What follows belongs to an exercise in optimizing a design on an open flow for small area; a production flow would make more cautious choices. At most, simulation tests tie the RTL to the original design; equivalence was not proved.

==> flow/design.v (excerpt) <==
module rdsp_acc_unit (
    input  wire        clk,
    input  wire        rst,
    input  wire        in_valid,
    input  wire [3:0]  in_op,
    input  wire [1:0]  in_ad,
    input  wire [1:0]  in_as,
    input  wire [31:0] in_s,
    input  wire [31:0] in_t,
    input  wire [31:0] in_x,
    input  wire [4:0]  in_sh,
    input  wire [1:0]  in_w,
    input  wire [4:0]  in_b,
    input  wire        in_sat,
    input  wire        clr_sticky,
    output reg         out_xv,
    output reg  [31:0] out_x,
    output reg         out_fv,
    output reg         out_z,
    output reg         out_n,
    output reg         out_av,
    output reg         out_lv
);
Size in the first run: ~3800 cells after synthesis, roughly 290 flip-flops, roughly 160 I/O pins, ~35000 sq um of cells after synthesis.
make LEC_CHECK=0 CAP_MARGIN=20 CORE_MARGIN=2 CORE_UTILIZATION=40 PLACE_DENSITY=0.6 SLEW_MARGIN=20 finish   # period 12.0 ns
run.sh (not shown) runs the stock make flow with config.mk's settings and CLKGATE_MAP_FILE= SYNTH_SCRIPT=/design/flow/synth_recipe.tcl, a recipe that flattens the netlist after the stock synthesis.
The starting point passed the timing, DRC and antenna checks.
Edit:
--- a/flow/design.v
+++ b/flow/design.v
@@ -87,14 +87,13 @@
     wire use1 = is_mac && !op_mach;
     wire use2 = is_mac && !op_macl;
     wire [15:0] t1 = op_macx ? in_t[31:16] : (use1 ? in_t[15:0] : 16'd0);
     wire [15:0] t2 = op_macx ? in_t[15:0]  : (use2 ? in_t[31:16] : 16'd0);
     wire neg1 = op_msu;
     wire neg2 = op_msu | op_macd;
-    wire signed [40:0] shin = {a_d, 1'b0};
-    wire signed [40:0] shx = shin >>> in_sh;
+    wire [40:0] shx = $signed({a_d, 1'b0}) >>> in_sh;
     wire [39:0] shr = shx[40:1];
     wire        guard = shx[0];
     reg  [29:0] smask;
     integer k;
     always @(*) begin
         for (k = 0; k < 30; k = k + 1)
Result:
- The new run finished with timing, DRC and antenna clean
- worst setup slack is unchanged
- wire length does not change
- final area stays the same
- cell count does not change
- global-route usage is unchanged
- clock-buffer cell count is unchanged
No functional check of the RTL was part of the second run of this note.

--- another note on this design; it stands on its own ---

v38:
## rdsp_acc_unit
module rdsp_acc_unit (
    input  wire        clk,
    input  wire        rst,
    input  wire        in_valid,
    input  wire [3:0]  in_op,
    input  wire [1:0]  in_ad,
    input  wire [1:0]  in_as,
    input  wire [31:0] in_s,
    input  wire [31:0] in_t,
    input  wire [31:0] in_x,
    input  wire [4:0]  in_sh,
    input  wire [1:0]  in_w,
    input  wire [4:0]  in_b,
    input  wire        in_sat,
    input  wire        clr_sticky,
    output reg         out_xv,
    output reg  [31:0] out_x,
    output reg         out_fv,
    output reg         out_z,
    output reg         out_n,
    output reg         out_av,
    output reg         out_lv
);
clock: 12.0 ns
lec_check: 0
cap_margin: 20
core_margin: 2
core_utilization: 40
place_density: 0.6
slew_margin: 20
synth_hierarchical: 1
run.sh (not shown) runs the stock make flow with config.mk's settings and CLKGATE_MAP_FILE= SYNTH_SCRIPT=/design/flow/synth_recipe.tcl, a recipe that flattens the netlist after the stock synthesis.
Input changes introduced in v53 (baseline for comparison: v38):
==> flow/flow/run.sh (new file) <==
#!/bin/bash
# The standard layout (the standard.sh: standard synthesis, floorplan,
# placement, CTS, routing), with two changes:
#  - the buffers that placement puts on every input and output port are the
#    smallest buffer cell instead of the delay-cell buffer buffer_ports picks
#    by itself (timing repair still resizes them where timing needs it);
#  - CTS clusters up to 20 sinks within 80 um per leaf buffer and adds no
#    dummy loads to the clock tree's leaves.
# make's full output goes to standard.log here; ORFS keeps each step's log
# under orfs/logs/.
set -euo pipefail
export BUFFER_PORTS_ARGS="-buffer_cell sky130_fd_sc_hd__buf_1"
export CTS_ARGS="-sink_clustering_enable -repair_clock_nets -dont_use_dummy_load -sink_clustering_size 20 -sink_clustering_max_diameter 80"
bash standard.sh > standard.log 2>&1
==> flow/standard.sh (new file) <==
#!/bin/bash
# synth_recipe.tcl (not shown) runs the flow's synth.tcl, then flattens the netlist and writes it again
# the make line also repeats each setting of config.mk as NAME=value (left out here)
make -C /OpenROAD-flow-scripts/flow DESIGN_CONFIG=/design/flow/config.mk WORK_HOME=/design/flow/orfs CLKGATE_MAP_FILE= SYNTH_SCRIPT=/design/flow/synth_recipe.tcl "${@:-finish}"
removed: flow/run.sh
[summary]
v53: full flow OK, the timing, DRC and antenna checks passed. Compared with v38, v53 shows a lower global-route met3 utilization. Taking v38 as the reference, in v53 non-clock buffer instance count of the final layout went down about 7%, insertion delay of the later-clocked pin in the worst-skew pair decreased 30 ps.
[inputs] v44 vs v53
Settings: PLACE_DENSITY: 0.6 -> 0.7; CORE_UTILIZATION: 40 -> 50.
Core box area ends up higher on v53.
The die of v44 is smaller than the one used in v53.
From v53 to v44 the numbers moved as follows: maximum operating frequency has decreased; design area has decreased; final core utilization has increased.
Taking v53 as the reference point, the pre-CTS setup slack of v44 falls by 330 ps.
v44 vs. v53: critical-path maximum fanout increased 9, hold slack saw an increase, overall routed net length rose 5.1%, worst-case headroom to the max-slew limit now sits lower.

[static timing again, ports no longer ideal]
In the flow no input, the clock included, has a driving cell. The finished layouts below were timed again as built, in two steps.
Step 1 (the two cells are an assumption about what drives the block):
set clk [get_ports {clk}]
set_driving_cell -lib_cell sky130_fd_sc_hd__clkbuf_16 $clk
set_driving_cell -lib_cell sky130_fd_sc_hd__buf_2 [delete_from_list [all_inputs] $clk]
Step 2 adds t to the input delays and takes it off the output delays; t is the mean of the earliest and latest rising clock arrival at the registers after step 1. Input paths then give back, and output paths get back, about the clock's delay inside the block.
Slacks: ideal ports / drivers / drivers and shift; pairs: ideal ports / drivers.
| run | t, ns | setup WS [ns] | worst hold slack (ns) | worst setup path at the end | slew at the worst register clock pin (ns) |
|---|---|---|---|---|---|
| the first run of note 1 | 0.647 | 0.326 / 0.358 / -0.289 | 0.321 / 0.321 / 0.321 | input to register | 0.07 / 0.07 |
| the second run of note 1 | 0.647 | 0.326 / 0.358 / -0.289 | 0.321 / 0.321 / 0.321 | input to register | 0.07 / 0.07 |
| v38 | 0.639 | 0.395 / 0.411 / -0.228 | 0.321 / 0.321 / 0.321 | input to register | 0.08 / 0.08 |
| v53 | 0.590 | 0.693 / 0.636 / 0.047 | 0.323 / 0.323 / 0.323 | input to register | 0.09 / 0.09 |
| v44 | 0.581 | 0.533 / 0.562 / -0.018 | 0.330 / 0.330 / 0.330 | input to register | 0.09 / 0.09 |
Met with ideal ports but missed after step 2: setup timing in the first run of note 1, the second run of note 1, v38 and v44. The setup slack of v53, which loses most, moves by -0.057 ns with the drivers and by -0.646 ns with both steps.
